From an optimization exercise on the open Yosys and OpenROAD flow, aimed at small area, a short achievable clock period and few clock cycles per item; shortcuts taken in it are not production practice.
The RTL was checked by simulation tests, not by an equivalence proof against the original design.

### flow/design.v
module pq_engine (
  input  wire         clk,
  input  wire         rst_n,
  input  wire         in_valid,
  output wire         in_ready,
  input  wire [63:0] in_data,
  input  wire [4:0]   in_lost_a,
  input  wire [4:0]   in_lost_b,
  output wire         out_valid,
  input  wire         out_ready,
  output reg  [63:0] out_a,
  output reg  [63:0] out_b
);
  localparam [1:0] S_ACC = 2'd0, S_SOLVE = 2'd1, S_OUT = 2'd2;
  function [7:0] gf_mul;
    input [7:0] a;
    input [7:0] b;
    integer i;
    reg [7:0] p, x;
    begin
      p = 8'h00;
      x = a;
      for (i = 0; i < 8; i = i + 1) begin
        if (b[i]) p = p ^ x;
        x = {x[6:0], 1'b0} ^ (x[7] ? 8'h1d : 8'h00);
      end
      gf_mul = p;
    end
  endfunction
  function [7:0] gf_exp;
    input [4:0] u;
    begin
      case (u)
      5'd0: gf_exp = 8'h01;
      5'd1: gf_exp = 8'h02;
      5'd2: gf_exp = 8'h04;
      5'd3: gf_exp = 8'h08;
      5'd4: gf_exp = 8'h10;
      5'd5: gf_exp = 8'h20;
      5'd6: gf_exp = 8'h40;
      5'd7: gf_exp = 8'h80;
      5'd8: gf_exp = 8'h1d;
      5'd9: gf_exp = 8'h3a;
      5'd10: gf_exp = 8'h74;
      5'd11: gf_exp = 8'he8;
      5'd12: gf_exp = 8'hcd;
      5'd13: gf_exp = 8'h87;
      5'd14: gf_exp = 8'h13;
      5'd15: gf_exp = 8'h26;
      5'd16: gf_exp = 8'h4c;
      5'd17: gf_exp = 8'h98;
      5'd18: gf_exp = 8'h2d;
      5'd19: gf_exp = 8'h5a;
      5'd20: gf_exp = 8'hb4;
      5'd21: gf_exp = 8'h75;
      5'd22: gf_exp = 8'hea;
      5'd23: gf_exp = 8'hc9;
      5'd24: gf_exp = 8'h8f;
      5'd25: gf_exp = 8'h03;
      5'd26: gf_exp = 8'h06;
      5'd27: gf_exp = 8'h0c;
      5'd28: gf_exp = 8'h18;
      5'd29: gf_exp = 8'h30;
      5'd30: gf_exp = 8'h60;
      5'd31: gf_exp = 8'hc0;
      default: gf_exp = 8'h01;
      endcase
    end
  endfunction
  function [7:0] gf_inv;
    input [7:0] a;
    begin
      case (a)
      8'h00: gf_inv = 8'h00;
      8'h01: gf_inv = 8'h01;
      8'h02: gf_inv = 8'h8e;
      8'h03: gf_inv = 8'hf4;
      8'h04: gf_inv = 8'h47;
      8'h05: gf_inv = 8'ha7;
      8'h06: gf_inv = 8'h7a;
      8'h07: gf_inv = 8'hba;
      8'h08: gf_inv = 8'had;
      8'h09: gf_inv = 8'h9d;
      8'h0a: gf_inv = 8'hdd;
      8'h0b: gf_inv = 8'h98;
      8'h0c: gf_inv = 8'h3d;
      8'h0d: gf_inv = 8'haa;
      8'h0e: gf_inv = 8'h5d;
      8'h0f: gf_inv = 8'h96;
      8'h10: gf_inv = 8'hd8;
      8'h11: gf_inv = 8'h72;
      8'h12: gf_inv = 8'hc0;
      8'h13: gf_inv = 8'h58;
      8'h14: gf_inv = 8'he0;
      8'h15: gf_inv = 8'h3e;
      8'h16: gf_inv = 8'h4c;
      8'h17: gf_inv = 8'h66;
      8'h18: gf_inv = 8'h90;
      8'h19: gf_inv = 8'hde;
      8'h1a: gf_inv = 8'h55;
      8'h1b: gf_inv = 8'h80;
      8'h1c: gf_inv = 8'ha0;
      8'h1d: gf_inv = 8'h83;
      8'h1e: gf_inv = 8'h4b;
      8'h1f: gf_inv = 8'h2a;
      8'h20: gf_inv = 8'h6c;
      8'h21: gf_inv = 8'hed;
      8'h22: gf_inv = 8'h39;
      8'h23: gf_inv = 8'h51;
      8'h24: gf_inv = 8'h60;
      8'h25: gf_inv = 8'h56;
      8'h26: gf_inv = 8'h2c;
      8'h27: gf_inv = 8'h8a;
      8'h28: gf_inv = 8'h70;
      8'h29: gf_inv = 8'hd0;
      8'h2a: gf_inv = 8'h1f;
      8'h2b: gf_inv = 8'h4a;
      8'h2c: gf_inv = 8'h26;
      8'h2d: gf_inv = 8'h8b;
      8'h2e: gf_inv = 8'h33;
      8'h2f: gf_inv = 8'h6e;
      8'h30: gf_inv = 8'h48;
      8'h31: gf_inv = 8'h89;
      8'h32: gf_inv = 8'h6f;
      8'h33: gf_inv = 8'h2e;
      8'h34: gf_inv = 8'ha4;
      8'h35: gf_inv = 8'hc3;
      8'h36: gf_inv = 8'h40;
      8'h37: gf_inv = 8'h5e;
      8'h38: gf_inv = 8'h50;
      8'h39: gf_inv = 8'h22;
      8'h3a: gf_inv = 8'hcf;
      8'h3b: gf_inv = 8'ha9;
      8'h3c: gf_inv = 8'hab;
      8'h3d: gf_inv = 8'h0c;
      8'h3e: gf_inv = 8'h15;
      8'h3f: gf_inv = 8'he1;
      8'h40: gf_inv = 8'h36;
      8'h41: gf_inv = 8'h5f;
      8'h42: gf_inv = 8'hf8;
      8'h43: gf_inv = 8'hd5;
      8'h44: gf_inv = 8'h92;
      8'h45: gf_inv = 8'h4e;
      8'h46: gf_inv = 8'ha6;
      8'h47: gf_inv = 8'h04;
      8'h48: gf_inv = 8'h30;
      8'h49: gf_inv = 8'h88;
      8'h4a: gf_inv = 8'h2b;
      8'h4b: gf_inv = 8'h1e;
      8'h4c: gf_inv = 8'h16;
      8'h4d: gf_inv = 8'h67;
      8'h4e: gf_inv = 8'h45;
      8'h4f: gf_inv = 8'h93;
      8'h50: gf_inv = 8'h38;
      8'h51: gf_inv = 8'h23;
      8'h52: gf_inv = 8'h68;
      8'h53: gf_inv = 8'h8c;
      8'h54: gf_inv = 8'h81;
      8'h55: gf_inv = 8'h1a;
      8'h56: gf_inv = 8'h25;
      8'h57: gf_inv = 8'h61;
      8'h58: gf_inv = 8'h13;
      8'h59: gf_inv = 8'hc1;
      8'h5a: gf_inv = 8'hcb;
      8'h5b: gf_inv = 8'h63;
      8'h5c: gf_inv = 8'h97;
      8'h5d: gf_inv = 8'h0e;
      8'h5e: gf_inv = 8'h37;
      8'h5f: gf_inv = 8'h41;
      8'h60: gf_inv = 8'h24;
      8'h61: gf_inv = 8'h57;
      8'h62: gf_inv = 8'hca;
      8'h63: gf_inv = 8'h5b;
      8'h64: gf_inv = 8'hb9;
      8'h65: gf_inv = 8'hc4;
      8'h66: gf_inv = 8'h17;
      8'h67: gf_inv = 8'h4d;
      8'h68: gf_inv = 8'h52;
      8'h69: gf_inv = 8'h8d;
      8'h6a: gf_inv = 8'hef;
      8'h6b: gf_inv = 8'hb3;
      8'h6c: gf_inv = 8'h20;
      8'h6d: gf_inv = 8'hec;
      8'h6e: gf_inv = 8'h2f;
      8'h6f: gf_inv = 8'h32;
      8'h70: gf_inv = 8'h28;
      8'h71: gf_inv = 8'hd1;
      8'h72: gf_inv = 8'h11;
      8'h73: gf_inv = 8'hd9;
      8'h74: gf_inv = 8'he9;
      8'h75: gf_inv = 8'hfb;
      8'h76: gf_inv = 8'hda;
      8'h77: gf_inv = 8'h79;
      8'h78: gf_inv = 8'hdb;
      8'h79: gf_inv = 8'h77;
      8'h7a: gf_inv = 8'h06;
      8'h7b: gf_inv = 8'hbb;
      8'h7c: gf_inv = 8'h84;
      8'h7d: gf_inv = 8'hcd;
      8'h7e: gf_inv = 8'hfe;
      8'h7f: gf_inv = 8'hfc;
      8'h80: gf_inv = 8'h1b;
      8'h81: gf_inv = 8'h54;
      8'h82: gf_inv = 8'ha1;
      8'h83: gf_inv = 8'h1d;
      8'h84: gf_inv = 8'h7c;
      8'h85: gf_inv = 8'hcc;
      8'h86: gf_inv = 8'he4;
      8'h87: gf_inv = 8'hb0;
      8'h88: gf_inv = 8'h49;
      8'h89: gf_inv = 8'h31;
      8'h8a: gf_inv = 8'h27;
      8'h8b: gf_inv = 8'h2d;
      8'h8c: gf_inv = 8'h53;
      8'h8d: gf_inv = 8'h69;
      8'h8e: gf_inv = 8'h02;
      8'h8f: gf_inv = 8'hf5;
      8'h90: gf_inv = 8'h18;
      8'h91: gf_inv = 8'hdf;
      8'h92: gf_inv = 8'h44;
      8'h93: gf_inv = 8'h4f;
      8'h94: gf_inv = 8'h9b;
      8'h95: gf_inv = 8'hbc;
      8'h96: gf_inv = 8'h0f;
      8'h97: gf_inv = 8'h5c;
      8'h98: gf_inv = 8'h0b;
      8'h99: gf_inv = 8'hdc;
      8'h9a: gf_inv = 8'hbd;
      8'h9b: gf_inv = 8'h94;
      8'h9c: gf_inv = 8'hac;
      8'h9d: gf_inv = 8'h09;
      8'h9e: gf_inv = 8'hc7;
      8'h9f: gf_inv = 8'ha2;
      8'ha0: gf_inv = 8'h1c;
      8'ha1: gf_inv = 8'h82;
      8'ha2: gf_inv = 8'h9f;
      8'ha3: gf_inv = 8'hc6;
      8'ha4: gf_inv = 8'h34;
      8'ha5: gf_inv = 8'hc2;
      8'ha6: gf_inv = 8'h46;
      8'ha7: gf_inv = 8'h05;
      8'ha8: gf_inv = 8'hce;
      8'ha9: gf_inv = 8'h3b;
      8'haa: gf_inv = 8'h0d;
      8'hab: gf_inv = 8'h3c;
      8'hac: gf_inv = 8'h9c;
      8'had: gf_inv = 8'h08;
      8'hae: gf_inv = 8'hbe;
      8'haf: gf_inv = 8'hb7;
      8'hb0: gf_inv = 8'h87;
      8'hb1: gf_inv = 8'he5;
      8'hb2: gf_inv = 8'hee;
      8'hb3: gf_inv = 8'h6b;
      8'hb4: gf_inv = 8'heb;
      8'hb5: gf_inv = 8'hf2;
      8'hb6: gf_inv = 8'hbf;
      8'hb7: gf_inv = 8'haf;
      8'hb8: gf_inv = 8'hc5;
      8'hb9: gf_inv = 8'h64;
      8'hba: gf_inv = 8'h07;
      8'hbb: gf_inv = 8'h7b;
      8'hbc: gf_inv = 8'h95;
      8'hbd: gf_inv = 8'h9a;
      8'hbe: gf_inv = 8'hae;
      8'hbf: gf_inv = 8'hb6;
      8'hc0: gf_inv = 8'h12;
      8'hc1: gf_inv = 8'h59;
      8'hc2: gf_inv = 8'ha5;
      8'hc3: gf_inv = 8'h35;
      8'hc4: gf_inv = 8'h65;
      8'hc5: gf_inv = 8'hb8;
      8'hc6: gf_inv = 8'ha3;
      8'hc7: gf_inv = 8'h9e;
      8'hc8: gf_inv = 8'hd2;
      8'hc9: gf_inv = 8'hf7;
      8'hca: gf_inv = 8'h62;
      8'hcb: gf_inv = 8'h5a;
      8'hcc: gf_inv = 8'h85;
      8'hcd: gf_inv = 8'h7d;
      8'hce: gf_inv = 8'ha8;
      8'hcf: gf_inv = 8'h3a;
      8'hd0: gf_inv = 8'h29;
      8'hd1: gf_inv = 8'h71;
      8'hd2: gf_inv = 8'hc8;
      8'hd3: gf_inv = 8'hf6;
      8'hd4: gf_inv = 8'hf9;
      8'hd5: gf_inv = 8'h43;
      8'hd6: gf_inv = 8'hd7;
      8'hd7: gf_inv = 8'hd6;
      8'hd8: gf_inv = 8'h10;
      8'hd9: gf_inv = 8'h73;
      8'hda: gf_inv = 8'h76;
      8'hdb: gf_inv = 8'h78;
      8'hdc: gf_inv = 8'h99;
      8'hdd: gf_inv = 8'h0a;
      8'hde: gf_inv = 8'h19;
      8'hdf: gf_inv = 8'h91;
      8'he0: gf_inv = 8'h14;
      8'he1: gf_inv = 8'h3f;
      8'he2: gf_inv = 8'he6;
      8'he3: gf_inv = 8'hf0;
      8'he4: gf_inv = 8'h86;
      8'he5: gf_inv = 8'hb1;
      8'he6: gf_inv = 8'he2;
      8'he7: gf_inv = 8'hf1;
      8'he8: gf_inv = 8'hfa;
      8'he9: gf_inv = 8'h74;
      8'hea: gf_inv = 8'hf3;
      8'heb: gf_inv = 8'hb4;
      8'hec: gf_inv = 8'h6d;
      8'hed: gf_inv = 8'h21;
      8'hee: gf_inv = 8'hb2;
      8'hef: gf_inv = 8'h6a;
      8'hf0: gf_inv = 8'he3;
      8'hf1: gf_inv = 8'he7;
      8'hf2: gf_inv = 8'hb5;
      8'hf3: gf_inv = 8'hea;
      8'hf4: gf_inv = 8'h03;
      8'hf5: gf_inv = 8'h8f;
      8'hf6: gf_inv = 8'hd3;
      8'hf7: gf_inv = 8'hc9;
      8'hf8: gf_inv = 8'h42;
      8'hf9: gf_inv = 8'hd4;
      8'hfa: gf_inv = 8'he8;
      8'hfb: gf_inv = 8'h75;
      8'hfc: gf_inv = 8'h7f;
      8'hfd: gf_inv = 8'hff;
      8'hfe: gf_inv = 8'h7e;
      8'hff: gf_inv = 8'hfd;
      default: gf_inv = 8'h00;
      endcase
    end
  endfunction
  reg [1:0]   state;
  reg [4:0]   unit;       
  reg [4:0]   lost_a, lost_b;
  reg [63:0] sp;         
  reg [63:0] sq;         
  assign in_ready  = (state == S_ACC);
  assign out_valid = (state == S_OUT);
  wire       accept = in_valid && in_ready;
  wire [4:0] la     = (unit == 5'd0) ? in_lost_a : lost_a;
  wire [4:0] lb     = (unit == 5'd0) ? in_lost_b : lost_b;
  wire       skip   = (unit == la) || (unit == lb);
  wire [7:0]  coef = gf_exp(unit);
  reg  [63:0] q_term;
  integer k;
  always @(*) begin
    for (k = 0; k < 8; k = k + 1)
      q_term[8*k +: 8] = gf_mul(coef, in_data[8*k +: 8]);
  end
  wire [4:0] lo = (lost_a <= lost_b) ? lost_a : lost_b;
  wire [4:0] hi = (lost_a <= lost_b) ? lost_b : lost_a;
  wire [7:0] g_lo   = gf_exp(lo);
  wire [7:0] g_hi   = gf_exp(hi);
  wire [7:0] inv_lo = gf_inv(g_lo);
  wire [7:0] inv_dd = gf_inv(g_lo ^ g_hi);
  reg [63:0] r_lo, r_hi;
  reg [7:0]   t;
  integer j;
  always @(*) begin
    for (j = 0; j < 8; j = j + 1) begin
      t = 8'h00;
      if (lo == hi) begin
        r_lo[8*j +: 8] = (lo == 5'd31) ? sq[8*j +: 8] : sp[8*j +: 8];
        r_hi[8*j +: 8] = r_lo[8*j +: 8];
      end else if (lo == 5'd30) begin
        r_lo[8*j +: 8] = sp[8*j +: 8];
        r_hi[8*j +: 8] = sq[8*j +: 8];
      end else if (hi == 5'd31) begin
        r_lo[8*j +: 8] = sp[8*j +: 8];
        r_hi[8*j +: 8] = sq[8*j +: 8] ^ gf_mul(g_lo, sp[8*j +: 8]);
      end else if (hi == 5'd30) begin
        r_lo[8*j +: 8] = gf_mul(inv_lo, sq[8*j +: 8]);
        r_hi[8*j +: 8] = sp[8*j +: 8] ^ r_lo[8*j +: 8];
      end else begin
        t = gf_mul(g_hi, sp[8*j +: 8]) ^ sq[8*j +: 8];
        r_lo[8*j +: 8] = gf_mul(inv_dd, t);
        r_hi[8*j +: 8] = sp[8*j +: 8] ^ r_lo[8*j +: 8];
      end
    end
  end
  always @(posedge clk) begin
    if (!rst_n) begin
      state <= S_ACC;
      unit  <= 5'd0;
    end else begin
      case (state)
        S_ACC: if (accept) begin
          unit <= unit + 5'd1;
          if (unit == 5'd31) state <= S_SOLVE;
        end
        S_SOLVE: state <= S_OUT;
        S_OUT: if (out_ready) state <= S_ACC;
        default: state <= S_ACC;
      endcase
    end
  end
  always @(posedge clk) begin
    if (state == S_ACC && accept) begin
      if (unit == 5'd0) begin
        lost_a <= in_lost_a;
        lost_b <= in_lost_b;
      end
      if (unit == 5'd0) begin
        sp <= (!skip && unit != 5'd31) ? in_data : 64'd0;
        sq <= skip ? 64'd0 : q_term;
      end else begin
        if (!skip && unit != 5'd31) sp <= sp ^ in_data;
        if (!skip && unit == 5'd31) sq <= sq ^ in_data;
        else if (!skip && unit != 5'd30) sq <= sq ^ q_term;
      end
    end
    if (state == S_SOLVE) begin
      if (lost_a <= lost_b) begin
        out_a <= r_lo;
        out_b <= r_hi;
      end else begin
        out_a <= r_hi;
        out_b <= r_lo;
      end
    end
  end
endmodule
### flow/config.mk
export PLATFORM = sky130hd
export DESIGN_NAME = pq_engine
export DESIGN_NICKNAME = pq_engine
export VERILOG_FILES = /design/flow/design.v
export SDC_FILE = /design/flow/constraint.sdc
export NUM_CORES = 4
export LEC_CHECK = 0
export CAP_MARGIN = 20
export CORE_MARGIN = 2
export CORE_UTILIZATION = 30
export SLEW_MARGIN = 20
### flow/constraint.sdc
create_clock -name core_clock -period 12.0 [get_ports {clk}]
set_input_delay 2.4000 -clock core_clock [delete_from_list [all_inputs] [get_ports {clk}]]
set_output_delay 2.4000 -clock core_clock [all_outputs]
set_load 0.01 [all_outputs]
### flow/run.sh
#!/bin/bash
# synth_recipe.tcl (not shown) runs the flow's synth.tcl, then flattens the netlist and writes it again
# the make line also repeats each setting of config.mk as NAME=value (left out here)
make -C /OpenROAD-flow-scripts/flow DESIGN_CONFIG=/design/flow/config.mk WORK_HOME=/design/flow/orfs CLKGATE_MAP_FILE= SYNTH_SCRIPT=/design/flow/synth_recipe.tcl finish
==> flow_summary.toml <==
[routing]
vias = 75000
wl_per_cell_um = 32.1
wl_mm = 389
dr.pass1.iters = 7
detail-route-antenna-nets = 0
via_per_inst = 6.18
drt_iter0_markers = 12300
route.detailed.drc = 0

[run_status]
status = "no timing/DRC/antenna violations"

[layout]
n_fill_cell = 22900
synthToLayoutAreaGrowth_pct = 11.2
drive_above_1_share = 0.0867
final_cells = 12100
fin_util = 0.336
nets = 9391

[setup_path]
slowest_stage = "a211oi_4"
max_stage_delay_ns = 0.89
path_max_fanout = 48
crit_top_cell = "inv_1"
cp-end-kind = "flip-flop"
path_buf_inv = 7
worst_setup_path_start_kind = "flip-flop"
crit_type = "flip-flop to flip-flop"
cp.arrival_ns = 11.99
crit_required_ns = 12.38
critical-path-top-delay-family = "compound AO/OA/AOI/OAI gates"

[yosys]
synth-async-reset-ratio = 0
yosysWarnings = 1
syn_nets = 9620
syn_avg_cell_area_um2 = 6.86
yosys.area_share.simple = 0.219
synthMuxAreaShare = 0.0272
ys_seq_elements = 281
synthesis.area_mm2 = 0.0651
synth_compound_area_frac = 0.218
ys_seq_area_frac = 0.127
synth_edf_count = 266
synthXorXnorAreaFrac = 0.334
synth_top_family_by_area = "XOR/XNOR gates"
synthCells = 9483
yosys_most_used_dff = "edfxtp_1"
ys_types = 125
synthAdderAreaFrac = 0.0113

[floorplan]
die_w_um = 470
coreArea_mm2 = 0.215
start_util = 0.303
die_y_um = 470
io_pins = 208
die_area_mm2 = 0.221
rows = 170

[global_routing]
met1_usage = 0.436
use_met2 = 0.475
grt.overflow.total = 0
use_met3 = 0.106
grt_max_degree = 105
grt_pass1_vias = 68100
grt_first_pass_wirelength_mm = 539
top_usage_layer = "met2"
track_usage = 0.335
grt_antenna_before_repair = 24

[sta]
drv_slew = 0
hold_viol = 0
tightest_slew_ns = 1.28
final.setup.tns_ns = 0
max_freq_ghz = 0.0861
period_needed_ns = 11.61
finalCritPeriodShare = 0.968
timing.slew.headroom = 0.150
finalSetupViolCount = 0
whs_ns = 0.658
skew_ns = 0.0382

[place]
place_inst = 12100
io_buffer_count = 207
routabilityCongestion = 1.06
hpwl_mm = 270

[cts]
path_clk_slew_ns = 0.07
ctsHoldBuffers = 0
cts_root_buf = "clkbuf_16"
cts_max_path_buffers = 3
cts_made_buffers = 37
cts.sinks = 281
cts_tree = "yes"
htree_levels = 2
clk_latency_ns = 0.62

[flow_run]
cap_violations = 0

[min_path]
min_path_type = "flip-flop to flip-flop"
placed cells by master (no fill, tap or decap), drive strengths merged, types with 95 or more instances in the layout:
cell and instances:
buf 477, a22oi 167, nand2 2240, o22ai 121, xor2 335, clkdlybuf4s50 207, nor2 771, nor3 141
xnor2 1857, xnor3 95, a21oi 381, o21ai 724, edfxtp 266
timing repair:
| item | 4_1_cts | 5_1_grt |
|---|---|---|
| resized for setup | 0 | 4 |
| buffers inserted | 0 | 0 |
| endpoints found under the setup margin | 0 | 15 |
| endpoints found under the hold margin | 0 | 0 |
tightest hold or removal path, delay by kind of cell, from the launching register on:
family	cells	cell delay [ns]
flops	1	0.37
compound gates	1	0.13
simple gates	1	0.05
metal layers:
| metal | up-vias | wire (um) |
|---|---|---|
| met5 | - | 111 |
| met4 | 16 | 29500 |
| met3 | 1326 | 56000 |
| met2 | 6001 | 155000 |
| met1 | 36000 | 148000 |
| li1 | 31600 | - |
state kept, by name, summed over array words and instances, names as in the netlist:
name	flops
sq	64
coef	8
lost_a	5
sp	64
lost_b	5
state	2
out_a	64
unit	5
out_b	64
synth_stat cells (21+ instances only):
master	number	area share
nand2_1	2240	0.13
xnor2_1	1831	0.25
nor2_1	764	0.044
o21ai_0	692	0.053
clkbuf_1	653	0.038
a21oi_1	379	0.029
xor2_1	327	0.044
edfxtp_1	266	0.12
a22oi_1	167	0.019
nor3_1	138	0.011
buf_1	135	0.0078
buf_2	135	0.010
o22ai_1	119	0.011
xnor3_1	93	0.032
mux2i_1	90	0.014
nand3_1	88	0.0068
a211oi_1	83	0.0096
o211ai_1	82	0.0095
inv_1	66	0.0038
nand2b_1	65	0.0062
ha_1	59	0.011
mux2_2	58	0.010
a31oi_1	56	0.0054
o221ai_1	56	0.0075
o31ai_1	55	0.0063
a221oi_1	34	0.0046
nor2b_1	29	0.0028
o21ai_1	29	0.0022
a211o_1	28	0.0038
a311oi_1	28	0.0038
or3_1	28	0.0027
a21o_1	27	0.0031
and2_1	22	0.0021
xnor2_2	22	0.0055
o2111ai_1	21	0.0028
o21a_1	21	0.0024
cell type report:
type,count,area [um^2],area share
timing repair buffer,684,5710,0.0789
multi-input combinational,8175,53300,0.736
tap,2838,3550,0.0491
inverter,75,282,0.00389
clock inverter,25,285,0.00394
sequential,281,8290,0.115
antenna,8,20.0,0.000277
clock buffer,42,945,0.0131
kinds of logic after synthesis:
group,after synthesis
and+or+nand+nor,3499
xor gates and xnor gates,2290
AOI/OAI and AO/OA,2168
buffers and inverters,1028
DFF,281
muxes,158
adders and majority gates,59
metrics by stage:
step / worst slack [ns] / area (um^2)
detailed placement: 0.531 / 71000
floorplan: 2.59 / 65100
finish: 0.387 / 72300
global route: -0.0198 / 72300
global placement: 0.491 / 71000
CTS: 0.460 / 72300
final timing paths:
path,endpoint,start,slack (ns),depth (start not counted)
max reg2reg,out_b[13]$_DFFE_PN_,lost_b[4]$_DFFE_PP_,0.39,33
min reg2reg,sp[56]$_DFFE_PP_,sp[56]$_DFFE_PP_,0.66,2
min,sp[56]$_DFFE_PP_,sp[56]$_DFFE_PP_,0.66,2
max,out_b[13]$_DFFE_PN_,lost_b[4]$_DFFE_PP_,0.39,33
Testbench counts, summed over its fixed seeds: cycles 54,400, items 1,600.

==> separate check: timing with driven ports <==
How much do the figures lean on ideal ports? The routed layout below was timed once more, with nothing changed but the port constraints.
Step 1, drivers: a clkbuf_16 drives clk and a buf_2 each remaining input, both assumed.
Step 2 times the ports against the registers' clock, not the clock port: input delays grow and output delays shrink by t, the midpoint of the rising clock arrivals with the driver on.
Slacks: ideal / step 1 / step 2; pairs: ideal / step 1.
t, ns: 0.676
setup slack, ns: 0.387 / 0.387 / 0.387
worst register clock-pin slew, ns: 0.07 / 0.07
After both steps this run still meets setup and hold. The setup slack of this run moves by 0.000 ns with the drivers and by 0.000 ns with both steps.
